Background: an optimization exercise with open tools, aiming at small area, a short achievable clock period and few clock cycles per item. Do not read the settings as production practice.
Only simulation tests tie the RTL to the original design; equivalence was not proved.

==> flow/design.v (outline; a module is shown in full before it is edited, if it fits) <==
// module cle_current_loop: 435 lines
// module cle_booth_mac: 1302 lines
module cle_current_loop (
    input  wire        clk,
    input  wire        rst,
    input  wire        start,
    output wire        ready,
    output wire        done,
    input  wire        init,
    input  wire [1:0]  phase_pair,
    input  wire        svm_mode,
    input  wire [31:0] i_x,
    input  wire [31:0] i_y,
    input  wire [31:0] cos_t,
    input  wire [31:0] sin_t,
    input  wire [31:0] id_ref,
    input  wire [31:0] iq_ref,
    input  wire [31:0] kp_d,
    input  wire [31:0] ki_d,
    input  wire [31:0] kp_q,
    input  wire [31:0] ki_q,
    input  wire [31:0] k_dc,
    input  wire [31:0] v_lim,
    input  wire [23:0] period,
    input  wire [12:0] dt,
    output wire [31:0] id_meas,
    output wire [31:0] iq_meas,
    output wire [31:0] m_d,
    output wire [31:0] m_q,
    output wire [26:0] rise_a,
    output wire [26:0] fall_a,
    output wire [26:0] rise_b,
    output wire [26:0] fall_b,
    output wire [26:0] rise_c,
    output wire [26:0] fall_c,
    output wire [26:0] orise_a,
    output wire [26:0] ofall_a,
    output wire [26:0] orise_b,
    output wire [26:0] ofall_b,
    output wire [26:0] orise_c,
    output wire [26:0] ofall_c,
    output wire [5:0]  sat,
    output wire [1:0]  vlim_d,
    output wire [1:0]  vlim_q
);
  // ...
==> flow/run.sh <==
#!/bin/bash
# synth_recipe.tcl (not shown) runs the flow's synth.tcl, then flattens the netlist and writes it again
# the make line also repeats each setting of config.mk as NAME=value (left out here)
make -C /OpenROAD-flow-scripts/flow DESIGN_CONFIG=/design/flow/config.mk WORK_HOME=/design/flow/orfs CLKGATE_MAP_FILE= SYNTH_SCRIPT=/design/flow/synth_recipe.tcl finish
==> flow/config.mk <==
export PLATFORM = sky130hd
export DESIGN_NAME = cle_current_loop
export DESIGN_NICKNAME = cle_current_loop
export VERILOG_FILES = /design/flow/design.v
export SDC_FILE = /design/flow/constraint.sdc
export NUM_CORES = 4
export LEC_CHECK = 0
export CAP_MARGIN = 35
export CORE_MARGIN = 2
export CORE_UTILIZATION = 35
export PLACE_DENSITY = 0.55
export SLEW_MARGIN = 35
==> flow/constraint.sdc <==
create_clock -name core_clock -period 25.0 [get_ports {clk}]
set_input_delay 5.0000 -clock core_clock [delete_from_list [all_inputs] [get_ports {clk}]]
set_output_delay 5.0000 -clock core_clock [all_outputs]
set_load 0.01 [all_outputs]
==> flow_summary.json, run 1 <==
{
  "grt_pass1_vias": 125026,
  "grt_util_met1_pct": 44.55,
  "outcome": "no timing/DRC/antenna violations",
  "highest_layer": "met5",
  "synth.distinct_cells": 110,
  "crit_path_max_fanout": 48,
  "finalHoldViolCount": 0,
  "synth-edff-count": 1332,
  "regMostFlops": "P",
  "drv_slew": 0,
  "met3_usage_pct": 11.26,
  "required_ps": 25680,
  "synthXorXnorAreaFrac_pct": 9.486,
  "regArea_um2": 41760,
  "die_w_um": 641.6,
  "whs_ps": 376.2,
  "hold_end": "flo[2]",
  "synth_area_leaders": "edfxtp_1 (28%), ha_1 (10%), fa_1 (8.8%)",
  "gr-total-overflow": 0,
  "post-synth-top-count-cell": "edfxtp_1",
  "synth_common_cells": "edfxtp_1 (1,332), inv_1 (1,293), a21oi_1 (1,166)",
  "fillCellCount": 40141,
  "clk_share_pct": 3.522,
  "setup_viol": 0,
  "die-area_um2": 411600,
  "drt-initial-drc-count": 19567,
  "fin_crit_sh_pct": 45.74,
  "seq_area_share_pct": 25.26,
  "yosysTopAreaCellShare_pct": 28.11,
  "num_rows": 234,
  "area.growth.synth_to_final_pct": 16.21,
  "synth_mux_area_share_pct": 2.266,
  "min_period_ps": 11430,
  "rsz0062_at_grt": "false",
  "synth_top_family_by_area": "compound AO/OA/AOI/OAI gates"
}
Testbench counts, summed over its fixed seeds: cycles 62,519, items 2,048.
==> module cle_current_loop, before the edit <==
module cle_current_loop (
    input  wire        clk,
    input  wire        rst,
    input  wire        start,
    output wire        ready,
    output wire        done,
    input  wire        init,
    input  wire [1:0]  phase_pair,
    input  wire        svm_mode,
    input  wire [31:0] i_x,
    input  wire [31:0] i_y,
    input  wire [31:0] cos_t,
    input  wire [31:0] sin_t,
    input  wire [31:0] id_ref,
    input  wire [31:0] iq_ref,
    input  wire [31:0] kp_d,
    input  wire [31:0] ki_d,
    input  wire [31:0] kp_q,
    input  wire [31:0] ki_q,
    input  wire [31:0] k_dc,
    input  wire [31:0] v_lim,
    input  wire [23:0] period,
    input  wire [12:0] dt,
    output wire [31:0] id_meas,
    output wire [31:0] iq_meas,
    output wire [31:0] m_d,
    output wire [31:0] m_q,
    output wire [26:0] rise_a,
    output wire [26:0] fall_a,
    output wire [26:0] rise_b,
    output wire [26:0] fall_b,
    output wire [26:0] rise_c,
    output wire [26:0] fall_c,
    output wire [26:0] orise_a,
    output wire [26:0] ofall_a,
    output wire [26:0] orise_b,
    output wire [26:0] ofall_b,
    output wire [26:0] orise_c,
    output wire [26:0] ofall_c,
    output wire [5:0]  sat,
    output wire [1:0]  vlim_d,
    output wire [1:0]  vlim_q
);
    localparam [32:0] INV_B = 33'd1239850262;    
    localparam [32:0] S32_B = 33'd1859775393;    
    localparam [26:0] NEVER = 27'h7FF_FFF8;
    localparam integer SQ_K = 2;                  
    reg [4:0]  k;             
    reg [4:0]  kd;            
    reg        done_r;
    reg [31:0] r_cos, r_sin, r_idr, r_iqr, r_kpd, r_kid, r_kpq, r_kiq, r_kdc, r_vlim;
    reg [23:0] r_per;
    reg [12:0] r_dt;
    reg        r_svm, r_init;
    reg [31:0] r_ia;
    reg [33:0] aop;
    reg [32:0] bop;
    reg [65:0] P;
    reg [31:0] r_id, r_iq, r_md, r_mq;
    reg [31:0] r_eq;          
    reg [33:0] pt_q;          
    reg [33:0] pt_d;          
    reg [31:0] acc_d, acc_q;
    reg [1:0]  cut_d, cut_q;
    reg [34:0] r_ub, r_uc;    
    reg [26:0] r_ra, r_fa, r_rb, r_fb, r_rc, r_fc;
    reg [26:0] r_ora, r_ofa, r_orb, r_ofb, r_orc, r_ofc;
    reg [5:0]  fl, flo;
    reg [23:0] per_o;
    reg [12:0] dt_o;
    reg        need_sq;
    reg [2:0]  svm_c;          
    reg [63:0] sq_rad;        
    reg [33:0] sq_r;          
    reg [31:0] sq_q;          
    reg [3:0]  sq_cnt;
    reg        sq_run;
    assign ready = (k == 5'd0) || (k == 5'd26);
    assign done  = done_r;
    wire signed [33:0] nsum  = -($signed({{2{i_x[31]}}, i_x}) + $signed({{2{i_y[31]}}, i_y}));
    wire               n_ovf = ~(&nsum[33:31] | ~|nsum[33:31]);
    wire [31:0]        n_val = n_ovf ? (nsum[33] ? 32'h8000_0000 : 32'h7FFF_FFFF) : nsum[31:0];
    reg  [31:0]        ia_in, ib_in;
    always @(*) begin
        case (phase_pair)
            2'd0:    begin ia_in = i_x;   ib_in = i_y;   end
            2'd1:    begin ia_in = n_val; ib_in = i_x;   end
            default: begin ia_in = i_y;   ib_in = n_val; end
        endcase
    end
    wire        xf_in = (phase_pair != 2'd0) & n_ovf;
    wire signed [35:0] x36   = {{4{i_x[31]}}, i_x};
    wire signed [35:0] y36   = {{4{i_y[31]}}, i_y};
    wire signed [35:0] s_p0  = x36 + (y36 <<< 1);                  
    wire signed [35:0] s_p1  = x36 - y36;                          
    wire signed [35:0] s_p1h = (x36 <<< 1) + 36'sd2147483647;      
    wire signed [35:0] s_p1l = (x36 <<< 1) - 36'sd2147483648;      
    wire signed [35:0] s_p2  = -(x36 <<< 1) - y36;                 
    wire signed [35:0] s_p2h = y36 + 36'sd4294967294;
    wire signed [35:0] s_p2l = y36 - 36'sd4294967296;
    wire               n_hi  = n_ovf & ~nsum[33];
    wire signed [35:0] s_in  = (phase_pair == 2'd0) ? s_p0 :
                               (phase_pair == 2'd1) ? (n_ovf ? (n_hi ? s_p1h : s_p1l) : s_p1) :
                                                      (n_ovf ? (n_hi ? s_p2h : s_p2l) : s_p2);
    wire issue = (k >= 5'd1 && k <= 5'd18 && !(k == 5'd15 && need_sq)) ||
                 (k >= 5'd21 && k <= 5'd26);
    wire m_neg = mc[5] ^ (mc[6] & cut_q[1]);    
    wire m_acc = mc[4];
    function [6:0] mac_ctl;       
        input [4:0] st;
        begin
            mac_ctl[6] = (st == 5'd15) || (st == 5'd17);
            mac_ctl[5] = (st == 5'd2) || (st == 5'd13) || (st == 5'd17) || (st >= 5'd21 && st <= 5'd23);
            mac_ctl[4] = (st == 5'd3) || (st == 5'd5) || (st == 5'd13) || (st == 5'd15) || (st == 5'd17);
            mac_ctl[3] = (st <= 5'd5) || (st >= 5'd14 && st <= 5'd18);
            mac_ctl[2] = (st >= 5'd6 && st <= 5'd11);
            mac_ctl[1] = (st >= 5'd24);
            mac_ctl[0] = (st >= 5'd21 && st <= 5'd23);
        end
    endfunction
    reg  [6:0]  mc;
    wire        r_31 = mc[3];
    wire        r_24 = mc[2];
    wire        r_28 = mc[1];
    wire        r_w  = mc[0];
    wire [65:0] rconst = {4'd0, r_w, 30'd0, r_31, r_w, r_28 | r_w, {4{r_w}}, r_24 | r_w, {23{r_w}}};
    wire [65:0] mac;
    cle_booth_mac u_mac (.a(aop), .b(bop), .neg(m_neg), .c(m_acc ? P : rconst), .p(mac));
    wire [37:0] q31 = {{3{P[65]}}, P[65:31]};    
    wire [44:0] q24 = {{3{P[65]}}, P[65:24]};    
    function [32:0] sat45;
        input [44:0] v;
        begin
            if (&v[44:31] || ~|v[44:31]) sat45 = {1'b0, v[31:0]};
            else                         sat45 = {1'b1, v[44] ? 32'h8000_0000 : 32'h7FFF_FFFF};
        end
    endfunction
    wire [32:0] s31 = sat45({{7{q31[37]}}, q31});
    wire [32:0] s24 = sat45(q24);
    reg         kd_is3, kd_is6, kd_is9;
    reg         hold_d, hold_q;
    wire [31:0] e_ref  = kd_is3 ? r_iqr : r_idr;
    wire [32:0] e_diff = {e_ref[31], e_ref} - {s31[31], s31[31:0]};
    wire [32:0] e_s    = sat45({{12{e_diff[32]}}, e_diff});
    wire        acc_is_q = kd_is6;
    wire [31:0] acc_old  = r_init ? 32'd0 : (acc_is_q ? acc_q : acc_d);
    wire        hold     = acc_is_q ? hold_q : hold_d;
    wire [44:0] acc_sum  = {{13{acc_old[31]}}, acc_old} + (hold ? 45'd0 : q24);
    wire [32:0] acc_cl   = sat45(acc_sum);
    wire [31:0] acc_v    = kd_is9 ? acc_q : acc_d;
    wire [44:0] v_sum    = q24 + {{13{acc_v[31]}}, acc_v};
    wire [32:0] v_s      = sat45(v_sum);
    wire [1:0]  lim_new  = r_init ? 2'd0 : (kd_is3 ? cut_q : cut_d);
    wire        hold_new = (lim_new[0] & ~e_s[31] & |e_s[31:0]) | (lim_new[1] & e_s[31]);
    wire [31:0] neg_vlim = -r_vlim;
    wire [33:0] u1r      = {2'b0, r_vlim} - {{2{s24[31]}}, s24[31:0]};
    wire [33:0] u2r      = {2'b0, r_vlim} + {{2{s24[31]}}, s24[31:0]};
    wire        md_hi    = u1r[33];
    wire        md_lo    = u2r[33];
    wire [31:0] md_v     = md_hi ? r_vlim : (md_lo ? neg_vlim : s24[31:0]);
    wire [32:0] u1       = md_hi ? 33'd0 : (md_lo ? {r_vlim, 1'b0} : u1r[32:0]);
    wire [32:0] u2       = md_lo ? 33'd0 : (md_hi ? {r_vlim, 1'b0} : u2r[32:0]);
    wire signed [33:0] t_w    = {{2{q31[31]}}, q31[31:0]};
    wire signed [33:0] nh     = pt_q;
    wire signed [33:0] pa     = {{2{pt_d[31]}}, pt_d[31:0]};
    wire signed [33:0] pb     = t_w + nh;
    wire signed [33:0] pc     = nh - t_w;
    wire               c_ab   = pa >= pb;
    wire               c_ac   = pa >= pc;
    wire               c_bc   = pb >= pc;
    wire signed [33:0] pb_r   = r_ub[33:0];
    wire signed [33:0] pc_r   = r_uc[33:0];
    wire signed [33:0] pmax   = svm_c[0] ? (svm_c[1] ? pa : pc_r) : (svm_c[2] ? pb_r : pc_r);
    wire signed [33:0] pmin   = svm_c[0] ? (svm_c[2] ? pc_r : pb_r) : (svm_c[1] ? pc_r : pa);
    wire signed [34:0] pmax_w = {pmax[33], pmax};
    wire signed [34:0] pmin_w = {pmin[33], pmin};
    wire signed [34:0] sum_mm = pmax_w + pmin_w;
    wire signed [34:0] k_s32  = 35'sd1859775393;
    wire signed [34:0] m1_a   = k_s32 - pmax_w;
    wire signed [34:0] m1_b   = -k_s32 - pmin_w;
    wire signed [34:0] m0p    = r_svm ? (sum_mm[34] ? m1_b : m1_a) : ~(sum_mm >>> 1);
    wire               m0c    = ~r_svm;           
    wire [34:0] ua = {pa[33], pa} + m0p + {34'd0, m0c};
    wire [34:0] ub = {pb_r[33], pb_r} + m0p + {34'd0, m0c};
    wire [34:0] uc = {pc_r[33], pc_r} + m0p + {34'd0, m0c};
    wire        w_neg = q31[37];
    wire        w_big = !q31[37] && ((|q31[36:32]) || (q31[31] && |q31[30:0]));
    wire [31:0] w_v   = w_neg ? 32'd0 : (w_big ? 32'h8000_0000 : q31[31:0]);
    wire [27:0] pm1  = {1'b0, per_o, 3'd0} - 28'd1;
    wire [15:0] dead = {dt_o, 3'd0};
    function [26:0] odd_rise;
        input [26:0] er, ef;
        input [15:0] dead;
        input [27:0] pm1;
        reg   [27:0] s;
        begin
            s = {1'b0, ef} + {12'd0, dead};
            if (er == NEVER)      odd_rise = 27'd0;
            else if (ef == NEVER) odd_rise = NEVER;
            else                  odd_rise = (s > pm1) ? pm1[26:0] : s[26:0];
        end
    endfunction
    function [26:0] odd_fall;
        input [26:0] er, ef;
        input [15:0] dead;
        input [27:0] pm1;
        reg   [28:0] s;
        begin
            s = {2'b0, er} - {13'd0, dead};
            if (er == NEVER)      odd_fall = NEVER;
            else if (ef == NEVER) odd_fall = 27'd0;
            else if (s[28])       odd_fall = 27'd0;
            else                  odd_fall = (s[27:0] > pm1) ? pm1[26:0] : s[26:0];
        end
    endfunction
    wire [26:0] p8     = {per_o, 3'd0};
    wire [26:0] e_rise = P[55:29];
    wire [26:0] e_fall = p8 - e_rise + {26'd0, ~|P[28:0]};
    reg  [31:0] w_cur;
    always @(*) begin
        case (kd)
            5'd24:   w_cur = r_ub[31:0];
            5'd25:   w_cur = r_uc[31:0];
            default: w_cur = r_eq;
        endcase
    end
    wire [26:0] rise_v = (w_cur == 32'h8000_0000) ? NEVER : e_rise;
    wire [26:0] fall_v = (w_cur == 32'd0) ? NEVER : e_fall;
    wire [26:0] orise_v = odd_rise(rise_v, fall_v, dead, pm1);
    wire [26:0] ofall_v = odd_fall(rise_v, fall_v, dead, pm1);
    localparam integer SQ_C = 16 / SQ_K;                  
    reg [63:0]  sq_rad_n;
    reg [33:0]  sq_r_n;
    reg [31:0]  sq_q_n;
    reg [37:0]  sq_t;
    reg [38:0]  sq_s1, sq_s2, sq_s3;
    integer     si;
    always @(*) begin
        sq_rad_n = sq_rad;
        sq_r_n   = sq_r;
        sq_q_n   = sq_q;
        for (si = 0; si < SQ_K; si = si + 1) begin
            sq_t  = {sq_r_n, sq_rad_n[63:60]};
            sq_s1 = {1'b0, sq_t} - {4'd0, sq_q_n, 3'd1};
            sq_s2 = {1'b0, sq_t} - {3'd0, sq_q_n, 4'd4};
            sq_s3 = {1'b0, sq_t} - {3'd0, sq_q_n, 4'd0} - {4'd0, sq_q_n, 3'd0} - 39'd9;
            sq_rad_n = {sq_rad_n[59:0], 4'd0};
            if (!sq_s3[38]) begin
                sq_r_n = sq_s3[33:0];
                sq_q_n = {sq_q_n[29:0], 2'd3};
            end else if (!sq_s2[38]) begin
                sq_r_n = sq_s2[33:0];
                sq_q_n = {sq_q_n[29:0], 2'd2};
            end else if (!sq_s1[38]) begin
                sq_r_n = sq_s1[33:0];
                sq_q_n = {sq_q_n[29:0], 2'd1};
            end else begin
                sq_r_n = sq_t[33:0];
                sq_q_n = {sq_q_n[29:0], 2'd0};
            end
        end
    end
    wire        sq_last = sq_run && (sq_cnt == SQ_C - 1);
    assign id_meas = r_id;
    assign iq_meas = r_iq;
    assign m_d     = r_md;
    assign m_q     = r_mq;
    assign rise_a  = r_ra;  assign fall_a = r_fa;
    assign rise_b  = r_rb;  assign fall_b = r_fb;
    assign rise_c  = r_rc;  assign fall_c = r_fc;
    assign orise_a = r_ora; assign ofall_a = r_ofa;
    assign orise_b = r_orb; assign ofall_b = r_ofb;
    assign orise_c = r_orc; assign ofall_c = r_ofc;
    assign sat     = flo;
    assign vlim_d  = cut_d;
    assign vlim_q  = cut_q;
    wire capture = start && (k == 5'd0 || k == 5'd26);
    reg  [4:0] k_next;
    always @(*) begin
        if (capture)                k_next = 5'd1;
        else if (k == 5'd26)        k_next = 5'd0;
        else if (k == 5'd15)        k_next = need_sq ? 5'd15 : 5'd16;
        else if (k != 5'd0)         k_next = k + 5'd1;
        else                        k_next = 5'd0;
    end
    always @(posedge clk) begin
        if (rst) begin
            k       <= 5'd0;
            kd      <= 5'd0;
            mc      <= 7'd0;
            done_r  <= 1'b0;
            acc_d   <= 32'd0;
            acc_q   <= 32'd0;
            cut_d   <= 2'd0;
            cut_q   <= 2'd0;
            need_sq <= 1'b0;
            sq_run  <= 1'b0;
        end else begin
            kd     <= issue ? k : 5'd0;
            kd_is3 <= issue && k == 5'd3;
            kd_is6 <= issue && k == 5'd6;
            kd_is9 <= issue && k == 5'd9;
            done_r <= (kd == 5'd26);
            if (issue) P <= mac;
            case (k)
                5'd1:  begin aop <= {{2{r_ia[31]}}, r_ia}; bop <= {r_sin[31], r_sin}; end
                5'd2:  begin aop <= {{2{s31[31]}}, s31[31:0]}; bop <= {r_cos[31], r_cos}; end
                5'd3:  begin bop <= {r_sin[31], r_sin}; end
                5'd4:  begin aop <= {{2{r_ia[31]}}, r_ia}; bop <= {r_cos[31], r_cos}; end
                5'd5:  begin aop <= {{2{r_eq[31]}}, r_eq}; bop <= {1'b0, r_kiq}; end
                5'd6:  begin aop <= {{2{e_s[31]}}, e_s[31:0]}; bop <= {1'b0, r_kid}; end
                5'd7:  begin bop <= {1'b0, r_kpd}; end
                5'd8:  begin aop <= {{2{r_eq[31]}}, r_eq}; bop <= {1'b0, r_kpq}; end
                5'd9:  begin aop <= {{2{v_s[31]}}, v_s[31:0]}; bop <= {1'b0, r_kdc}; end
                5'd10: begin aop <= {{2{v_s[31]}}, v_s[31:0]}; end
                5'd11: begin aop <= {1'b0, u1}; bop <= u2; end
                5'd12: begin aop <= {{2{s24[31]}}, s24[31:0]}; bop <= {s24[31], s24[31:0]}; end
                5'd13: begin aop <= {{2{r_md[31]}}, r_md}; bop <= {r_sin[31], r_sin}; end
                5'd14: begin aop <= {{2{r_mq[31]}}, r_mq}; bop <= {r_cos[31], r_cos}; end
                5'd15: if (!need_sq) begin aop <= {{2{r_md[31]}}, r_md}; bop <= {r_cos[31], r_cos}; end
                5'd16: begin aop <= {{2{r_mq[31]}}, r_mq}; bop <= {r_sin[31], r_sin}; end
                5'd17: begin aop <= r_ub[33:0]; bop <= S32_B; end
                5'd18: if (cut_q[1]) r_mq <= -r_mq;        
                5'd20: begin
                    aop  <= ua[33:0];
                    bop  <= INV_B;
                    r_ub <= ub;
                    r_uc <= uc;
                end
                5'd21: begin aop <= r_ub[33:0]; end
                5'd22: begin aop <= r_uc[33:0]; end
                5'd23: begin aop <= {2'd0, r_ub[31:0]}; bop <= {9'd0, r_per}; end
                5'd24: begin aop <= {2'd0, r_uc[31:0]}; per_o <= r_per; dt_o <= r_dt; end
                5'd25: begin aop <= {2'd0, r_eq}; flo <= fl; end
                default: ;
            endcase
            k  <= k_next;
            mc <= mac_ctl(k_next);
            if (capture) begin
                r_cos  <= cos_t;  r_sin <= sin_t;
                r_idr  <= id_ref; r_iqr <= iq_ref;
                r_kpd  <= kp_d;   r_kid <= ki_d;
                r_kpq  <= kp_q;   r_kiq <= ki_q;
                r_kdc  <= k_dc;   r_vlim <= v_lim;
                r_per  <= period; r_dt  <= dt;
                r_svm  <= svm_mode;
                r_init <= init;
                r_ia   <= ia_in;
                aop    <= s_in[33:0];
                bop    <= INV_B;
                fl     <= {5'd0, xf_in};
            end
            case (kd)
                5'd1: fl[0] <= fl[0] | s31[32];
                5'd3: begin
                    r_iq   <= s31[31:0];
                    fl[0]  <= fl[0] | s31[32];
                    r_eq   <= e_s[31:0];
                    hold_q <= hold_new;
                end
                5'd5: begin
                    r_id   <= s31[31:0];
                    fl[0]  <= fl[0] | s31[32];
                    hold_d <= hold_new;
                end
                5'd6: begin
                    acc_q <= acc_cl[31:0];
                    fl[2] <= fl[2] | acc_cl[32];
                end
                5'd7: begin
                    acc_d <= acc_cl[31:0];
                    fl[1] <= fl[1] | acc_cl[32];
                end
                5'd8: fl[1] <= fl[1] | v_s[32];
                5'd9: fl[2] <= fl[2] | v_s[32];
                5'd10: begin
                    fl[3] <= fl[3] | s24[32];
                    r_md  <= md_v;
                    cut_d <= {md_lo & ~md_hi, md_hi};
                end
                5'd11: begin
                    fl[3] <= fl[3] | s24[32];
                    r_mq  <= s24[31:0];
                end
                5'd13: begin
                    if (P[65]) begin
                        cut_q   <= r_mq[31] ? 2'b10 : 2'b01;
                        need_sq <= 1'b1;
                    end else begin
                        cut_q   <= 2'b00;
                    end
                end
                5'd15: begin
                    r_ub  <= {{3{s31[31]}}, s31[31:0]};
                    fl[4] <= fl[4] | s31[32];
                end
                5'd17: begin
                    pt_d  <= {s31[31], s31[31], s31[31:0]};
                    pt_q  <= -{{3{s31[31]}}, s31[31:1]};
                    fl[4] <= fl[4] | s31[32];
                end
                5'd18: begin
                    r_ub  <= {pb[33], pb};
                    r_uc  <= {pc[33], pc};
                    svm_c <= {c_bc, c_ac, c_ab};
                end
                5'd21: begin r_ub <= {3'd0, w_v}; fl[5] <= fl[5] | w_neg | w_big; end
                5'd22: begin r_uc <= {3'd0, w_v}; fl[5] <= fl[5] | w_neg | w_big; end
                5'd23: begin r_eq <= w_v;         fl[5] <= fl[5] | w_neg | w_big; end
                5'd24: begin r_ra <= rise_v; r_fa <= fall_v; r_ora <= orise_v; r_ofa <= ofall_v; end
                5'd25: begin r_rb <= rise_v; r_fb <= fall_v; r_orb <= orise_v; r_ofb <= ofall_v; end
                5'd26: begin r_rc <= rise_v; r_fc <= fall_v; r_orc <= orise_v; r_ofc <= ofall_v; end
                default: ;
            endcase
            if (kd == 5'd12) begin
                sq_rad <= {2'd0, P[61:0]};
                sq_r   <= 34'd0;
                sq_q   <= 32'd0;
                sq_cnt <= 4'd0;
                sq_run <= 1'b1;
            end else if (sq_run) begin
                sq_rad <= sq_rad_n;
                sq_r   <= sq_r_n;
                sq_q   <= sq_q_n;
                sq_cnt <= sq_cnt + 4'd1;
                sq_run <= !sq_last;
            end
            if (sq_last && need_sq) begin
                aop     <= {2'b00, sq_q_n};
                r_mq    <= sq_q_n;
                need_sq <= 1'b0;
            end
        end
    end
endmodule
==> run 2: changes to the inputs <==
--- a/flow/design.v
+++ b/flow/design.v
@@ -56,7 +56,8 @@
     reg [33:0] aop;
     reg [32:0] bop;
-    reg [65:0] P;
+    reg [65:0] P;             
+    reg [65:0] P2;            
     reg [31:0] r_id, r_iq, r_md, r_mq;
-    reg [31:0] r_eq;          
+    reg [31:0] r_e;          
     reg [33:0] pt_q;          
     reg [33:0] pt_d;          
@@ -103,21 +104,24 @@
                                (phase_pair == 2'd1) ? (n_ovf ? (n_hi ? s_p1h : s_p1l) : s_p1) :
                                                       (n_ovf ? (n_hi ? s_p2h : s_p2l) : s_p2);
-    wire issue = (k >= 5'd1 && k <= 5'd18 && !(k == 5'd15 && need_sq)) ||
+    wire issue = (k >= 5'd1 && k <= 5'd18 && !(k == 5'd16 && need_sq)) ||
                  (k >= 5'd21 && k <= 5'd26);
     wire m_neg = mc[5] ^ (mc[6] & cut_q[1]);    
     wire m_acc = mc[4];
-    function [6:0] mac_ctl;       
+    function [8:0] mac_ctl;       
         input [4:0] st;
         begin
-            mac_ctl[6] = (st == 5'd15) || (st == 5'd17);
-            mac_ctl[5] = (st == 5'd2) || (st == 5'd13) || (st == 5'd17) || (st >= 5'd21 && st <= 5'd23);
-            mac_ctl[4] = (st == 5'd3) || (st == 5'd5) || (st == 5'd13) || (st == 5'd15) || (st == 5'd17);
-            mac_ctl[3] = (st <= 5'd5) || (st >= 5'd14 && st <= 5'd18);
-            mac_ctl[2] = (st >= 5'd6 && st <= 5'd11);
+            mac_ctl[8] = (st == 5'd3) || (st == 5'd14) || (st == 5'd17);
+            mac_ctl[7] = (st == 5'd2) || (st == 5'd3) || (st == 5'd5) || (st == 5'd7) || (st == 5'd9) ||
+                         (st == 5'd11) || (st == 5'd14) || (st == 5'd15) || (st == 5'd17);
+            mac_ctl[6] = (st == 5'd16) || (st == 5'd17);
+            mac_ctl[5] = (st == 5'd6) || (st == 5'd14) || (st == 5'd17) || (st >= 5'd21 && st <= 5'd23);
+            mac_ctl[4] = (st == 5'd3) || (st == 5'd6) || (st == 5'd14) || (st == 5'd16) || (st == 5'd17);
+            mac_ctl[3] = (st == 5'd1) || (st == 5'd2) || (st == 5'd4) || (st == 5'd13) || (st == 5'd15) || (st == 5'd18);
+            mac_ctl[2] = (st == 5'd5) || (st >= 5'd7 && st <= 5'd10) || (st == 5'd12);
             mac_ctl[1] = (st >= 5'd24);
             mac_ctl[0] = (st >= 5'd21 && st <= 5'd23);
         end
     endfunction
-    reg  [6:0]  mc;
+    reg  [8:0]  mc;
     wire        r_31 = mc[3];
     wire        r_24 = mc[2];
@@ -126,7 +130,9 @@
     wire [65:0] rconst = {4'd0, r_w, 30'd0, r_31, r_w, r_28 | r_w, {4{r_w}}, r_24 | r_w, {23{r_w}}};
     wire [65:0] mac;
-    cle_booth_mac u_mac (.a(aop), .b(bop), .neg(m_neg), .c(m_acc ? P : rconst), .p(mac));
-    wire [37:0] q31 = {{3{P[65]}}, P[65:31]};    
-    wire [44:0] q24 = {{3{P[65]}}, P[65:24]};    
+    cle_booth_mac u_mac (.a(aop), .b(bop), .neg(m_neg), .c(m_acc ? (mc[8] ? P2 : P) : rconst), .p(mac));
+    reg         kd_p2;
+    wire [65:0] PP  = kd_p2 ? P2 : P;
+    wire [37:0] q31 = {{3{PP[65]}}, PP[65:31]};   
+    wire [44:0] q24 = {{3{PP[65]}}, PP[65:24]};   
     function [32:0] sat45;
         input [44:0] v;
@@ -138,18 +144,18 @@
     wire [32:0] s31 = sat45({{7{q31[37]}}, q31});
     wire [32:0] s24 = sat45(q24);
-    reg         kd_is3, kd_is6, kd_is9;
+    reg         kd_is6, kd_is8, kd_is10;
     reg         hold_d, hold_q;
-    wire [31:0] e_ref  = kd_is3 ? r_iqr : r_idr;
+    wire [31:0] e_ref  = kd_is6 ? r_iqr : r_idr;
     wire [32:0] e_diff = {e_ref[31], e_ref} - {s31[31], s31[31:0]};
     wire [32:0] e_s    = sat45({{12{e_diff[32]}}, e_diff});
-    wire        acc_is_q = kd_is6;
+    wire        acc_is_q = kd_is8;
     wire [31:0] acc_old  = r_init ? 32'd0 : (acc_is_q ? acc_q : acc_d);
     wire        hold     = acc_is_q ? hold_q : hold_d;
     wire [44:0] acc_sum  = {{13{acc_old[31]}}, acc_old} + (hold ? 45'd0 : q24);
     wire [32:0] acc_cl   = sat45(acc_sum);
-    wire [31:0] acc_v    = kd_is9 ? acc_q : acc_d;
+    wire [31:0] acc_v    = kd_is10 ? acc_q : acc_d;
     wire [44:0] v_sum    = q24 + {{13{acc_v[31]}}, acc_v};
     wire [32:0] v_s      = sat45(v_sum);
-    wire [1:0]  lim_new  = r_init ? 2'd0 : (kd_is3 ? cut_q : cut_d);
+    wire [1:0]  lim_new  = r_init ? 2'd0 : (kd_is6 ? cut_q : cut_d);
     wire        hold_new = (lim_new[0] & ~e_s[31] & |e_s[31:0]) | (lim_new[1] & e_s[31]);
     wire [31:0] neg_vlim = -r_vlim;
@@ -222,5 +228,5 @@
             5'd24:   w_cur = r_ub[31:0];
             5'd25:   w_cur = r_uc[31:0];
-            default: w_cur = r_eq;
+            default: w_cur = r_e;
         endcase
     end
@@ -280,5 +286,5 @@
         if (capture)                k_next = 5'd1;
         else if (k == 5'd26)        k_next = 5'd0;
-        else if (k == 5'd15)        k_next = need_sq ? 5'd15 : 5'd16;
+        else if (k == 5'd16)        k_next = need_sq ? 5'd16 : 5'd17;
         else if (k != 5'd0)         k_next = k + 5'd1;
         else                        k_next = 5'd0;
@@ -288,5 +294,5 @@
             k       <= 5'd0;
             kd      <= 5'd0;
-            mc      <= 7'd0;
+            mc      <= 9'd0;
             done_r  <= 1'b0;
             acc_d   <= 32'd0;
@@ -298,27 +304,29 @@
         end else begin
             kd     <= issue ? k : 5'd0;
-            kd_is3 <= issue && k == 5'd3;
             kd_is6 <= issue && k == 5'd6;
-            kd_is9 <= issue && k == 5'd9;
+            kd_is8 <= issue && k == 5'd8;
+            kd_is10 <= issue && k == 5'd10;
+            kd_p2  <= issue && mc[7];
             done_r <= (kd == 5'd26);
-            if (issue) P <= mac;
+            if (issue && mc[7])  P2 <= mac;
+            if (issue && !mc[7]) P  <= mac;
             case (k)
-                5'd1:  begin aop <= {{2{r_ia[31]}}, r_ia}; bop <= {r_sin[31], r_sin}; end
-                5'd2:  begin aop <= {{2{s31[31]}}, s31[31:0]}; bop <= {r_cos[31], r_cos}; end
-                5'd3:  begin bop <= {r_sin[31], r_sin}; end
-                5'd4:  begin aop <= {{2{r_ia[31]}}, r_ia}; bop <= {r_cos[31], r_cos}; end
-                5'd5:  begin aop <= {{2{r_eq[31]}}, r_eq}; bop <= {1'b0, r_kiq}; end
-                5'd6:  begin aop <= {{2{e_s[31]}}, e_s[31:0]}; bop <= {1'b0, r_kid}; end
-                5'd7:  begin bop <= {1'b0, r_kpd}; end
-                5'd8:  begin aop <= {{2{r_eq[31]}}, r_eq}; bop <= {1'b0, r_kpq}; end
-                5'd9:  begin aop <= {{2{v_s[31]}}, v_s[31:0]}; bop <= {1'b0, r_kdc}; end
-                5'd10: begin aop <= {{2{v_s[31]}}, v_s[31:0]}; end
-                5'd11: begin aop <= {1'b0, u1}; bop <= u2; end
-                5'd12: begin aop <= {{2{s24[31]}}, s24[31:0]}; bop <= {s24[31], s24[31:0]}; end
-                5'd13: begin aop <= {{2{r_md[31]}}, r_md}; bop <= {r_sin[31], r_sin}; end
-                5'd14: begin aop <= {{2{r_mq[31]}}, r_mq}; bop <= {r_cos[31], r_cos}; end
-                5'd15: if (!need_sq) begin aop <= {{2{r_md[31]}}, r_md}; bop <= {r_cos[31], r_cos}; end
-                5'd16: begin aop <= {{2{r_mq[31]}}, r_mq}; bop <= {r_sin[31], r_sin}; end
-                5'd17: begin aop <= r_ub[33:0]; bop <= S32_B; end
+                5'd1:  begin aop <= {{2{r_ia[31]}}, r_ia}; bop <= {r_cos[31], r_cos}; end
+                5'd2:  begin aop <= {{2{s31[31]}}, s31[31:0]}; bop <= {r_sin[31], r_sin}; end
+                5'd3:  begin bop <= {r_cos[31], r_cos}; end
+                5'd4:  begin aop <= {{2{e_s[31]}}, e_s[31:0]}; bop <= {1'b0, r_kid}; end
+                5'd5:  begin aop <= {{2{r_ia[31]}}, r_ia}; bop <= {r_sin[31], r_sin}; end
+                5'd6:  begin aop <= {{2{r_e[31]}}, r_e}; bop <= {1'b0, r_kpd}; end
+                5'd7:  begin aop <= {{2{e_s[31]}}, e_s[31:0]}; bop <= {1'b0, r_kiq}; end
+                5'd8:  begin aop <= {{2{v_s[31]}}, v_s[31:0]}; bop <= {1'b0, r_kdc}; end
+                5'd9:  begin aop <= {{2{r_e[31]}}, r_e}; bop <= {1'b0, r_kpq}; end
+                5'd10: begin aop <= {1'b0, u1}; bop <= u2; end
+                5'd11: begin aop <= {{2{v_s[31]}}, v_s[31:0]}; bop <= {1'b0, r_kdc}; end
+                5'd12: begin aop <= {{2{r_md[31]}}, r_md}; bop <= {r_sin[31], r_sin}; end
+                5'd13: begin aop <= {{2{s24[31]}}, s24[31:0]}; bop <= {s24[31], s24[31:0]}; end
+                5'd14: begin aop <= {{2{r_md[31]}}, r_md}; bop <= {r_cos[31], r_cos}; end
+                5'd15: begin aop <= {{2{r_mq[31]}}, r_mq}; bop <= {r_cos[31], r_cos}; end
+                5'd16: if (!need_sq) begin aop <= {{2{r_mq[31]}}, r_mq}; bop <= {r_sin[31], r_sin}; end
+                5'd17: begin aop <= {{2{s31[31]}}, s31[31:0]}; bop <= S32_B; end
                 5'd18: if (cut_q[1]) r_mq <= -r_mq;        
                 5'd20: begin
@@ -332,5 +340,5 @@
                 5'd23: begin aop <= {2'd0, r_ub[31:0]}; bop <= {9'd0, r_per}; end
                 5'd24: begin aop <= {2'd0, r_uc[31:0]}; per_o <= r_per; dt_o <= r_dt; end
-                5'd25: begin aop <= {2'd0, r_eq}; flo <= fl; end
+                5'd25: begin aop <= {2'd0, r_e}; flo <= fl; end
                 default: ;
             endcase
@@ -354,35 +362,36 @@
                 5'd1: fl[0] <= fl[0] | s31[32];
                 5'd3: begin
-                    r_iq   <= s31[31:0];
-                    fl[0]  <= fl[0] | s31[32];
-                    r_eq   <= e_s[31:0];
-                    hold_q <= hold_new;
-                end
-                5'd5: begin
                     r_id   <= s31[31:0];
                     fl[0]  <= fl[0] | s31[32];
+                    r_e    <= e_s[31:0];
                     hold_d <= hold_new;
                 end
+                5'd5: begin
+                    acc_d <= acc_cl[31:0];
+                    fl[1] <= fl[1] | acc_cl[32];
+                end
                 5'd6: begin
+                    r_iq   <= s31[31:0];
+                    fl[0]  <= fl[0] | s31[32];
+                    r_e    <= e_s[31:0];
+                    hold_q <= hold_new;
+                end
+                5'd7: fl[1] <= fl[1] | v_s[32];
+                5'd8: begin
                     acc_q <= acc_cl[31:0];
                     fl[2] <= fl[2] | acc_cl[32];
                 end
-                5'd7: begin
-                    acc_d <= acc_cl[31:0];
-                    fl[1] <= fl[1] | acc_cl[32];
-                end
-                5'd8: fl[1] <= fl[1] | v_s[32];
-                5'd9: fl[2] <= fl[2] | v_s[32];
-                5'd10: begin
+                5'd9: begin
                     fl[3] <= fl[3] | s24[32];
                     r_md  <= md_v;
                     cut_d <= {md_lo & ~md_hi, md_hi};
                 end
-                5'd11: begin
+                5'd10: fl[2] <= fl[2] | v_s[32];
+                5'd12: begin
                     fl[3] <= fl[3] | s24[32];
                     r_mq  <= s24[31:0];
                 end
-                5'd13: begin
-                    if (P[65]) begin
+                5'd14: begin
+                    if (PP[65]) begin
                         cut_q   <= r_mq[31] ? 2'b10 : 2'b01;
                         need_sq <= 1'b1;
@@ -391,8 +400,5 @@
                     end
                 end
-                5'd15: begin
-                    r_ub  <= {{3{s31[31]}}, s31[31:0]};
-                    fl[4] <= fl[4] | s31[32];
-                end
+                5'd16: fl[4] <= fl[4] | s31[32];
                 5'd17: begin
                     pt_d  <= {s31[31], s31[31], s31[31:0]};
@@ -407,5 +413,5 @@
                 5'd21: begin r_ub <= {3'd0, w_v}; fl[5] <= fl[5] | w_neg | w_big; end
                 5'd22: begin r_uc <= {3'd0, w_v}; fl[5] <= fl[5] | w_neg | w_big; end
-                5'd23: begin r_eq <= w_v;         fl[5] <= fl[5] | w_neg | w_big; end
+                5'd23: begin r_e <= w_v;         fl[5] <= fl[5] | w_neg | w_big; end
                 5'd24: begin r_ra <= rise_v; r_fa <= fall_v; r_ora <= orise_v; r_ofa <= ofall_v; end
                 5'd25: begin r_rb <= rise_v; r_fb <= fall_v; r_orb <= orise_v; r_ofb <= ofall_v; end
@@ -413,6 +419,6 @@
                 default: ;
             endcase
-            if (kd == 5'd12) begin
-                sq_rad <= {2'd0, P[61:0]};
+            if (kd == 5'd11) begin
+                sq_rad <= {2'd0, PP[61:0]};
                 sq_r   <= 34'd0;
                 sq_q   <= 32'd0;
==> flow/flow/run.sh (new file) <==
#!/bin/bash
# The standard layout (the standard.sh: the standard synthesis, then ORFS
# through finish at the design's clock period and constraints), with a larger
# setup margin for ORFS's timing repair, so that repair_timing also sizes the
# paths that set the achieved period. ORFS's output goes to standard.log; each
# ORFS step also keeps its own log under orfs/logs.
set -euo pipefail
bash standard.sh SETUP_SLACK_MARGIN=14.5 finish > standard.log 2>&1
==> flow/standard.sh (new file) <==
#!/bin/bash
# synth_recipe.tcl (not shown) runs the flow's synth.tcl, then flattens the netlist and writes it again
# the make line also repeats each setting of config.mk as NAME=value (left out here)
make -C /OpenROAD-flow-scripts/flow DESIGN_CONFIG=/design/flow/config.mk WORK_HOME=/design/flow/orfs CLKGATE_MAP_FILE= SYNTH_SCRIPT=/design/flow/synth_recipe.tcl "${@:-finish}"
removed: flow/run.sh
==> run 2 against run 1 <==
Net effect: sequential share of layout area is 0.54 points higher; still clean; first-iteration DRC count decreased by 1.5%; sequential cell count up 69.
==> flow_summary.json, run 2 <==
{
  "outcome": "no timing/DRC/antenna violations",
  "pre_cts_slack_ps": 13510,
  "async_flop_share_pct": 0,
  "vias": 137242,
  "first_pass_iters": 9,
  "cts-htree-levels": 4,
  "cap_violations": 0,
  "cts_made_buffers": 187,
  "met3_length_mm": 87.87,
  "drt-initial-drc-count": 19276,
  "reg2reg_depth": 32,
  "layout-drive-gt1-share_pct": 7.429,
  "critical_path_arrival_ps": 11000,
  "highest_layer": "met5",
  "final_cell_mix": "edfxtp_1 (1,399), inv_1 (1,328), a21oi_1 (1,193), ha_1 (1,155), nand2_1 (1,069)",
  "drc": 0,
  "worstMarginPinSlew_ps": 1161,
  "fin_nets": 18787,
  "ys_ff_latch": 1489,
  "antenna_found_initial": 125,
  "core_um2": 413400,
  "ctsHoldBuffers": 0,
  "min_period_ps": 10300,
  "ys.flop_type": "edfxtp_1",
  "mostFrequentLayoutCell": "edfxtp_1",
  "worstSetupEndpointType": "flop",
  "placed_cells": 21859,
  "slowest_delay_ps": 820,
  "gp_congestion": 1.059,
  "rrSetupSlack_ps": 14830,
  "finalClockSkew_ps": 126.9,
  "synth-edff-count": 1399,
  "setup_viol": 0,
  "reg_top3": "P2: 66 flops, P: 66 flops, sq_rad: 64 flops",
  "cp_slowest_cell": "clkdlybuf4s50_1",
  "io_buffers": 891,
  "die_h_um": 648.3,
  "critical_path.top_delay_family": "compound AO/OA/AOI/OAI gates",
  "drv_slew": 0,
  "synth_area_um2": 145300,
  "place_area_um2": 163000,
  "finalHoldViolCount": 0,
  "hold_class": "flop to flop",
  "setup_ws_ps": 14700,
  "track_usage_pct": 35.14,
  "synth.distinct_cells": 104,
  "gr-total-overflow": 0,
  "cts_buffer_depth": 4,
  "fin_util_pct": 41.09,
  "clockRootBuffer": "clkbuf_16",
  "max_freq_mhz": 97.12,
  "routed_wl_mm": 769.1,
  "cts_tree": "yes",
  "post_drt_wl_per_cell_um": 34.51,
  "yosysTopAreaCellShare_pct": 28.91,
  "endpoint": "aop[13]",
  "synth_seq_area_share_pct": 30.15,
  "postRouteAntennaNets": 0,
  "hpwl_mm": 595.4,
  "area.growth.synth_to_final_pct": 16.91,
  "start_util_pct": 35.15,
  "die-area_um2": 420300,
  "r2r_end": "aop[30]",
  "fin_crit_sh_pct": 41.19,
  "met1Wirelength_mm": 311.9,
  "grt_max_degree": 109,
  "max_slew_margin_pct": 22.58,
  "synth_area_leaders": "edfxtp_1 (29%), ha_1 (9.9%), fa_1 (8.6%)",
  "worstPathCellList": "clkdlybuf4s50_1 -> inv_1 -> ha_1 -> ha_1 -> nand3_1 -> nor4b_1 -> a311oi_1 -> a21o_1 -> a2111oi_0 -> a211oi_2 -> o21a_1 -> or2_2 -> buf_6 -> a21oi_1 -> a21oi_1 -> a211oi_1 -> a2111oi_0 -> a211o_1",
  "io-pin-count": 892,
  "yosysWarnings": 1,
  "grt_pass1_vias": 126623,
  "clk_latency_ps": 980,
  "routed_via_density": 6.158,
  "crit_path_max_fanout": 70,
  "cts_sinks": 1489,
  "syn_area_per_cell_um2": 9.167,
  "crit_start": "i_x[17]",
  "final_area_um2": 169900,
  "critPathKind": "primary input to flop",
  "synth_common_cells": "edfxtp_1 (1,399), inv_1 (1,328), a21oi_1 (1,207)",
  "whs_ps": 396.6,
  "clk_pin_slew_ps": 60,
  "synthCells": 15851,
  "grt_pass1_wl_mm": 1039,
  "yosysTopAreaCell": "edfxtp_1",
  "syn_nets": 18058,
  "timing.rr.start": "svm_c[2]",
  "start_kind": "primary input",
  "num_rows": 236,
  "die_w_um": 648.3,
  "instances_no_fill": 22286,
  "tns_ps": 0,
  "post-synth-top-count-cell": "edfxtp_1",
  "dr_wl_met2_mm": 320.2,
  "rsz0062_at_grt": "false",
  "crit_cells": 18,
  "required_ps": 25700,
  "path_buf_inv": 3
}
## run 2: worst min-delay path by stage
| stage | from | endpoint | slack [ps] | cells after the start |
|---|---|---|---|---|
| CTS | r_per[22] | per_o[22] | 410 | 0 |
| floorplan | r_dt[0] | dt_o[0] | 400 | 0 |
| global placement | r_dt[1] | dt_o[1] | 400 | 0 |
| detailed placement | r_dt[4] | dt_o[4] | 410 | 0 |
| global route | r_per[22] | per_o[22] | 410 | 0 |
| finish | r_per[22] | per_o[22] | 400 | 0 |
## run 2: layer usage
metal / GRT usage (%) / vias to the layer above
met5: 0 / -
met4: 18.75 / 46
met3: 9.788 / 1602
met2: 51.25 / 8407
met1: 46.95 / 68099
li1: - / 59088
## run 2: cell families after synthesis
family,after synthesis,synth area share [%]
adders and majority gates,1796,18.66
muxes,374,2.663
AOI/OAI and AO/OA,4740,21.30
DFF,1489,30.15
buffers and inverters,2197,5.750
xor gates and xnor gates,1526,9.208
and+or+nand+nor,3729,12.27
## run 2: area by class of cell
cell class,instances,area (um^2)
well taps,5474,6849
flip-flops and latches,1489,43820
clock buffers,236,5116
multi-input cells,12166,94700
diodes,81,202.7
inverters,1344,5045
clock inverters,104,1257
repair buffers,1392,12880
fillers,41083,243500
## run 2: worst reg2reg max path: cells and delay by family, from the launching register on
family / cells / cell delay, ps
multiplexers: 1 / 460
buffers and inverters: 2 / 1020
flip-flops: 1 / 400
AND/OR/NAND/NOR: 6 / 960
AO/OA/AOI/OAI: 20 / 5900
adder cells (fa/ha/maj): 3 / 1200
## run 2: timing repair
item | CTS | global route
pin swaps | 0 | 2
buffers inserted | 0 | 1
resized for setup | 7 | 28
gates cloned | 0 | 1
hold endpoints to repair | 0 | 0
setup endpoints to repair | 23 | 81
Testbench counts of run 2, summed over its fixed seeds: cycles 59,877, items 2,048.
==> run 3: changes to the inputs <==
--- a/flow/design.v
+++ b/flow/design.v
@@ -60,9 +60,6 @@
     reg [31:0] r_id, r_iq, r_md, r_mq;
     reg [31:0] r_e;          
-    reg [33:0] pt_q;          
-    reg [33:0] pt_d;          
     reg [31:0] acc_d, acc_q;
     reg [1:0]  cut_d, cut_q;
-    reg [34:0] r_ub, r_uc;    
     reg [26:0] r_ra, r_fa, r_rb, r_fb, r_rc, r_fc;
     reg [26:0] r_ora, r_ofa, r_orb, r_ofb, r_orc, r_ofc;
@@ -72,7 +69,12 @@
     reg        need_sq;
     reg [2:0]  svm_c;          
-    reg [63:0] sq_rad;        
-    reg [33:0] sq_r;          
-    reg [31:0] sq_q;          
+    reg [1:0]  sq_rh, ub_h, uc_h;
+    wire [63:0] sq_rad = {r_kpd, r_kid};      
+    wire [33:0] sq_r   = {sq_rh, r_kpq};      
+    wire [31:0] sq_q   = r_kiq;               
+    wire [31:0] pt_d   = r_idr;               
+    wire [31:0] pt_q   = r_iqr;               
+    wire [33:0] r_ub   = {ub_h, r_kdc};       
+    wire [33:0] r_uc   = {uc_h, r_vlim};      
     reg [3:0]  sq_cnt;
     reg        sq_run;
@@ -168,5 +170,5 @@
     wire [32:0] u2       = md_lo ? 33'd0 : (md_hi ? {r_vlim, 1'b0} : u2r[32:0]);
     wire signed [33:0] t_w    = {{2{q31[31]}}, q31[31:0]};
-    wire signed [33:0] nh     = pt_q;
+    wire signed [33:0] nh     = {{2{pt_q[31]}}, pt_q};
     wire signed [33:0] pa     = {{2{pt_d[31]}}, pt_d[31:0]};
     wire signed [33:0] pb     = t_w + nh;
@@ -333,6 +335,6 @@
                     aop  <= ua[33:0];
                     bop  <= INV_B;
-                    r_ub <= ub;
-                    r_uc <= uc;
+                    {ub_h, r_kdc} <= ub[33:0];
+                    {uc_h, r_vlim} <= uc[33:0];
                 end
                 5'd21: begin aop <= r_ub[33:0]; end
@@ -402,15 +404,15 @@
                 5'd16: fl[4] <= fl[4] | s31[32];
                 5'd17: begin
-                    pt_d  <= {s31[31], s31[31], s31[31:0]};
-                    pt_q  <= -{{3{s31[31]}}, s31[31:1]};
+                    r_idr <= s31[31:0];
+                    r_iqr <= -{s31[31], s31[31:1]};
                     fl[4] <= fl[4] | s31[32];
                 end
                 5'd18: begin
-                    r_ub  <= {pb[33], pb};
-                    r_uc  <= {pc[33], pc};
+                    {ub_h, r_kdc}  <= pb;
+                    {uc_h, r_vlim} <= pc;
                     svm_c <= {c_bc, c_ac, c_ab};
                 end
-                5'd21: begin r_ub <= {3'd0, w_v}; fl[5] <= fl[5] | w_neg | w_big; end
-                5'd22: begin r_uc <= {3'd0, w_v}; fl[5] <= fl[5] | w_neg | w_big; end
+                5'd21: begin {ub_h, r_kdc} <= {2'd0, w_v}; fl[5] <= fl[5] | w_neg | w_big; end
+                5'd22: begin {uc_h, r_vlim} <= {2'd0, w_v}; fl[5] <= fl[5] | w_neg | w_big; end
                 5'd23: begin r_e <= w_v;         fl[5] <= fl[5] | w_neg | w_big; end
                 5'd24: begin r_ra <= rise_v; r_fa <= fall_v; r_ora <= orise_v; r_ofa <= ofall_v; end
@@ -420,13 +422,13 @@
             endcase
             if (kd == 5'd11) begin
-                sq_rad <= {2'd0, PP[61:0]};
-                sq_r   <= 34'd0;
-                sq_q   <= 32'd0;
+                {r_kpd, r_kid} <= {2'd0, PP[61:0]};
+                {sq_rh, r_kpq} <= 34'd0;
+                r_kiq          <= 32'd0;
                 sq_cnt <= 4'd0;
                 sq_run <= 1'b1;
             end else if (sq_run) begin
-                sq_rad <= sq_rad_n;
-                sq_r   <= sq_r_n;
-                sq_q   <= sq_q_n;
+                {r_kpd, r_kid} <= sq_rad_n;
+                {sq_rh, r_kpq} <= sq_r_n;
+                r_kiq          <= sq_q_n;
                 sq_cnt <= sq_cnt + 4'd1;
                 sq_run <= !sq_last;
--- a/flow/flow/run.sh
+++ b/flow/flow/run.sh
@@ -6,3 +6,3 @@
 # ORFS step also keeps its own log under orfs/logs.
 set -euo pipefail
-bash standard.sh SETUP_SLACK_MARGIN=14.5 finish > standard.log 2>&1
+bash standard.sh SETUP_SLACK_MARGIN=15.5 finish > standard.log 2>&1
==> run 3 against run 2 <==
Net effect: core utilization about the same; synthesized area fell by 4.6%; sequential cell count shrank 257; critical path type unchanged; first-iteration DRC count rose by 1.6%; non-clock buffer count grew 52.
==> flow_summary.json, run 3 <==
{
  "area.growth.synth_to_final_pct": 17.23,
  "min_period_ps": 9489,
  "synth-edff-count": 1142,
  "drc": 0,
  "reg2reg_depth": 27,
  "max_slew_margin_pct": 25.91,
  "synthCells": 15832,
  "critPathKind": "primary input to flop",
  "instances_no_fill": 21959,
  "final_cell_mix": "inv_1 (1,359), a21oi_1 (1,215), ha_1 (1,146), edfxtp_1 (1,142), nand2_1 (1,128)",
  "required_ps": 25590,
  "ys_ff_latch": 1232,
  "rsz0062_at_grt": "true",
  "worstMarginPinSlew_ps": 1103,
  "drt-initial-drc-count": 19578,
  "cap_violations": 0,
  "timing.rr.start": "kd_p2",
  "post_drt_wl_per_cell_um": 35.68,
  "syn_area_per_cell_um2": 8.758,
  "drv_slew": 0,
  "place_area_um2": 155800,
  "synth_area_leaders": "edfxtp_1 (25%), ha_1 (10%), fa_1 (9.0%)",
  "core_um2": 395100,
  "fin_util_pct": 41.14,
  "hold_class": "flop to flop",
  "clk_latency_ps": 970,
  "routed_via_density": 6.273,
  "reg_top3": "P2: 66 flops, P: 66 flops, aop: 34 flops",
  "num_rows": 231,
  "grt_pass1_vias": 126976,
  "mostFrequentLayoutCell": "inv_1",
  "cts_tree": "yes",
  "hold_path_depth": 0,
  "die-area_um2": 401200,
  "async_flop_share_pct": 0,
  "routed_wl_mm": 783.4,
  "layout-drive-gt1-share_pct": 8.005,
  "start_util_pct": 35.09,
  "cts_made_buffers": 156,
  "outcome": "no timing/DRC/antenna violations",
  "grt_pass1_wl_mm": 1053,
  "multi_input_area_um2": 95910,
  "syn_nets": 18036,
  "cts-htree-levels": 4,
  "yosysTopAreaCellShare_pct": 24.73,
  "postRouteAntennaNets": 0,
  "synth_area_um2": 138600,
  "tns_ps": 0,
  "fillCellCount": 39814,
  "whs_ps": 427.9,
  "clockRootBuffer": "clkbuf_16",
  "critical_path_arrival_ps": 10080,
  "vias": 137748,
  "synth_seq_area_share_pct": 26.03,
  "fin_crit_sh_pct": 37.96,
  "die_w_um": 633.4,
  "io_buffers": 891,
  "crit_path_max_fanout": 33,
  "crit_start": "i_y[10]",
  "first_pass_iters": 10,
  "max_freq_mhz": 105.4,
  "track_usage_pct": 37.53,
  "gr-total-overflow": 0,
  "fin_nets": 18745,
  "die_h_um": 633.4,
  "final_area_um2": 162500,
  "synth_common_cells": "inv_1 (1,360), a21oi_1 (1,242), ha_1 (1,152)",
  "synth.distinct_cells": 113,
  "clk_pin_slew_ps": 60,
  "gp_congestion": 1.064,
  "io-pin-count": 892,
  "min_from": "r_dt[11]",
  "yosysWarnings": 1,
  "cts_buffer_depth": 4,
  "post-synth-top-count-cell": "inv_1",
  "placed_cells": 21569,
  "antenna_found_initial": 115,
  "cts_sinks": 1232,
  "finalHoldViolCount": 0,
  "grt_max_degree": 84,
  "hpwl_mm": 605.2,
  "yosysTopAreaCell": "edfxtp_1",
  "setup_viol": 0,
  "worstSetupEndpointType": "flop",
  "finalClockSkew_ps": 122.1,
  "ys.flop_type": "edfxtp_1",
  "regArea_um2": 36100,
  "start_kind": "primary input"
}
==> run 3: changes by cell type in the layout (fill, tap and decap cells not counted), sizes merged, moves of 25 or more <==
cell     before   now
nand2      1075  1137
nand4       158   120
o21a        166   129
o21ai      1014  1059
diode        81    53
clkbuf      238   185
a211oi      146   214
inv        1342  1383
edfxtp     1399  1142
a21oi      1208  1243
o2111ai      34    59
buf         502   551
nor2       1039  1085
==> run 3: worst paths after layout <==
check,endpoint,slack (ps)
worst max-delay path,aop[1],15510
worst min-delay path,dt_o[11],430
worst max register to register,bop[8],15570
worst min register to register,dt_o[11],430
==> run 3: metrics by stage <==
stage               setup WS (ps)
floorplan                   15890
global placement            13280
detailed placement          13250
CTS                         15500
global route                15420
finish                      15510
==> run 3: cell type report <==
type,count,area share [%]
multi-input combinational,12336,59.01
sequential,1232,22.21
timing repair buffer,1444,8.332
tap,5242,4.035
inverter,1371,3.168
clock buffer,181,2.486
clock inverter,100,0.6782
antenna,53,0.08160
==> run 3: repair_timing <==
item / in CTS / in global routing
setup endpoints to repair: 345 / 222
setup buffers: 15 / 28
cloned: 3 / 4
pin swaps: 7 / 10
hold buffers: 0 / 0
gates resized for setup: 112 / 119
==> run 3: critical path, cell delays in order <==
cell             delay, ps
clkdlybuf4s50_1        570
inv_1                  170
ha_1                   380
ha_1                   370
a211oi_1               290
o21ai_0                220
a2111o_1               460
o21ai_4                270
a211o_1                270
a21oi_2                 80
buf_4                  220
and4_1                 250
buf_12                 170
nand2b_2               250
buf_12                 200
o221ai_1               190
o21ai_0                100
a21oi_1                420
o31ai_1                150
==> run 3: cells by family (layout without fill, tap and decap cells) <==
logic type,count (synthesis),after routing,synth area share (%)
mux,375,375,2.805
flops,1232,1232,26.03
fa+ha+maj,1782,1782,19.45
compound gates,4882,4884,23.02
buf+inv,2267,3096,6.203
xor+xnor,1520,1520,9.602
other cells,0,53,0
simple gates,3774,3775,12.88
==> run 3: layer usage <==
layer	vias up	part of all wire, %	global-route usage, %
li1	58693	-	-
met1	67416	38	47.27
met2	9412	40	53.34
met3	2137	13	12.68
met4	90	8.8	26.87
met5	-	0.10	0.06039
Testbench counts of run 3, summed over its fixed seeds: cycles 59,877, items 2,048.
==> run 4: changes to the inputs <==
==> flow/run.sh (new file) <==
#!/bin/bash
# synth_recipe.tcl (not shown) runs the flow's synth.tcl, then flattens the netlist and writes it again
# the make line also repeats each setting of config.mk as NAME=value (left out here)
make -C /OpenROAD-flow-scripts/flow DESIGN_CONFIG=/design/flow/config.mk WORK_HOME=/design/flow/orfs CLKGATE_MAP_FILE= SYNTH_SCRIPT=/design/flow/synth_recipe.tcl finish
removed: flow/flow/run.sh
removed: flow/standard.sh
==> run 4 against run 3 <==
Net effect: still clean; register-to-register slack lost 1700 ps; via count is essentially flat; design area shrank 0.73%; sequential cell count is the same; core utilization shrank 0.30 points; clock skew grew 19 ps; sequential share of layout area grew 0.16 points; maximum frequency shrank 15%; first-iteration DRC count grew 0.66%; synthesized area is the same.
==> flow_summary.json, run 4 <==
{
  "synth_seq_area_share_pct": 26.03,
  "mostFrequentLayoutCell": "inv_1",
  "gp_congestion": 1.053,
  "synth-edff-count": 1142,
  "postCtsSetupRepairBufs": 0,
  "layout-drive-gt1-share_pct": 7.046,
  "cts_buffer_depth": 4,
  "die_h_um": 633.4,
  "crit_start": "r_kiq[3]",
  "path_buf_inv": 8,
  "cts_sinks": 1232,
  "critical_path.top_delay_family": "compound AO/OA/AOI/OAI gates",
  "synthCells": 15832,
  "area.growth.synth_to_final_pct": 16.38,
  "start_util_pct": 35.09,
  "setup_ws_ps": 13840,
  "timing.rr.start": "r_kiq[3]",
  "core_um2": 395100,
  "required_ps": 25640,
  "cts-htree-levels": 4,
  "fillCellCount": 39809,
  "rrSetupSlack_ps": 13840,
  "yosysWarnings": 1,
  "finalHoldViolCount": 0,
  "crit_path_max_fanout": 47,
  "critPathKind": "flop to flop",
  "clk_latency_ps": 970,
  "clk_pin_slew_ps": 60,
  "final_cell_mix": "inv_1 (1,359), a21oi_1 (1,228), ha_1 (1,152), edfxtp_1 (1,142), nand2_1 (1,135)",
  "die-area_um2": 401200,
  "max_slew_margin_pct": 22.91,
  "place_area_um2": 155800,
  "num_rows": 231,
  "cts_tree": "yes",
  "instances_no_fill": 21915,
  "hpwl_mm": 613.0,
  "first_pass_iters": 9,
  "vias": 137745,
  "reg2reg_depth": 33,
  "endpoint": "r_kpq[25]",
  "ys_ff_latch": 1232,
  "synth_area_um2": 138600,
  "worstSetupEndpointType": "flop",
  "drt-initial-drc-count": 19707,
  "start_kind": "flop",
  "track_usage_pct": 37.72,
  "gr-total-overflow": 0,
  "fin_nets": 18702,
  "synth_area_leaders": "edfxtp_1 (25%), ha_1 (10%), fa_1 (9.0%)",
  "cap_violations": 0,
  "syn_nets": 18036,
  "placed_cells": 21573,
  "grt_pass1_wl_mm": 1058,
  "yosysTopAreaCellShare_pct": 24.73,
  "regArea_um2": 36100,
  "cp_slowest_cell": "inv_1",
  "multi_input_area_um2": 95280,
  "routed_wl_mm": 786.4,
  "rsz0062_at_grt": "false",
  "ys.flop_type": "edfxtp_1",
  "reg_top3": "P2: 66 flops, P: 66 flops, aop: 34 flops",
  "post_cts_resized": 0,
  "clockRootBuffer": "clkbuf_16",
  "tns_ps": 0,
  "final_area_um2": 161400,
  "io_buffers": 891,
  "setup_viol": 0,
  "outcome": "no timing/DRC/antenna violations",
  "grt_max_degree": 83,
  "antenna_found_initial": 94,
  "postRouteAntennaNets": 0,
  "drc": 0,
  "post-synth-top-count-cell": "inv_1",
  "syn_area_per_cell_um2": 8.758,
  "io-pin-count": 892,
  "critical_path_arrival_ps": 11800,
  "r2r_end": "r_kpq[25]",
  "routed_via_density": 6.285,
  "post_drt_wl_per_cell_um": 35.88,
  "fin_crit_sh_pct": 44.63,
  "die_w_um": 633.4,
  "crit_cells": 33,
  "finalClockSkew_ps": 140.7,
  "pre_cts_slack_ps": 13120,
  "slowest_delay_ps": 740,
  "synth_common_cells": "inv_1 (1,360), a21oi_1 (1,242), ha_1 (1,152)",
  "drv_slew": 0,
  "min_period_ps": 11160,
  "grt_pass1_vias": 126638,
  "async_flop_share_pct": 0,
  "whs_ps": 425.8,
  "ctsHoldBuffers": 0,
  "worstMarginPinSlew_ps": 1147,
  "max_freq_mhz": 89.63,
  "synth.distinct_cells": 113,
  "yosysTopAreaCell": "edfxtp_1",
  "hold_class": "flop to flop",
  "cts_made_buffers": 159
}
[run 4: cell counts after synthesis]
Identical to the previous run, type by type.
[run 4: logic make-up (layout without fill, tap and decap cells)]
logic type / count (synthesis) / after routing / share of synthesized area [%]
AO/OA/AOI/OAI: 4882 / 4882 / 23.02
AND/OR/NAND/NOR: 3774 / 3774 / 12.88
buffers and inverters: 2267 / 3055 / 6.203
adder cells (fa/ha/maj): 1782 / 1782 / 19.45
XOR/XNOR: 1520 / 1520 / 9.602
flip-flops: 1232 / 1232 / 26.03
multiplexers: 375 / 375 / 2.805
other: 0 / 53 / 0
[run 4: worst min path at each step]
stage / end / slack (ps) / cells past startpoint / startpoint
after floorplan: dt_o[0] / 400 / 0 / r_dt[0]
after global placement: dt_o[4] / 410 / 0 / r_dt[4]
after detailed placement: dt_o[8] / 410 / 0 / r_dt[8]
after CTS: dt_o[4] / 430 / 0 / r_dt[4]
after global routing: dt_o[4] / 430 / 0 / r_dt[4]
final: dt_o[4] / 430 / 0 / r_dt[4]
[run 4: cell type report]
cell class / count / area share, %
sequential: 1232 / 22.38
tap: 5242 / 4.065
antenna: 53 / 0.08220
timing repair buffer: 1401 / 7.976
clock inverter: 92 / 0.6925
inverter: 1371 / 3.190
multi-input combinational: 12333 / 59.05
clock buffer: 191 / 2.572
[run 4: per-layer routing]
| layer | vias to the layer above | global-route usage (%) | routed length [um] |
|---|---|---|---|
| met4 | 40 | 25.17 | 64520 |
| met2 | 9311 | 54.52 | 321600 |
| met3 | 1947 | 11.28 | 95260 |
| met5 | - | 0 | 267 |
| li1 | 58595 | - | - |
| met1 | 67852 | 48.35 | 304700 |
[run 4: metrics by stage]
stage | util, %
after detailed placement | 39.44
after global placement | 39.33
after CTS | 40.77
after floorplan | -
final | 40.84
after global routing | 40.81

==> static timing again, ports no longer ideal <==
The flow's constraints put no driver on any port. The routed layouts listed below were extracted and timed again, unchanged, in two steps.
Step 1 assumes that a clkbuf_16 drives the clock port and a buf_2 every other input.
Step 2 times the ports against the registers' clock, not the clock port: input delays grow and output delays shrink by t, the midpoint of the rising clock arrivals with the driver on.
Three values: no drivers, after step 1, after step 2; two values: the first two.
run | shift t [ns] | slack for setup (ns) | worst hold slack (ns) | pins driven straight from the clock port
run 1 | 1.071 | 13.566 / 13.670 / 12.599 | 0.376 / 0.376 / 0.376 | 1
run 2 | 1.036 | 14.704 / 14.799 / 13.762 | 0.397 / 0.397 / 0.397 | 1
run 3 | 1.032 | 15.511 / 15.568 / 14.579 | 0.428 / 0.428 / 0.428 | 1
run 4 | 1.030 | 13.843 / 13.843 / 13.055 | 0.426 / 0.426 / 0.426 | 1
After both steps setup and hold are still met in every run listed. For run 1, which loses most, drivers alone change the setup slack by +0.104 ns; drivers and shift together by -0.967 ns.
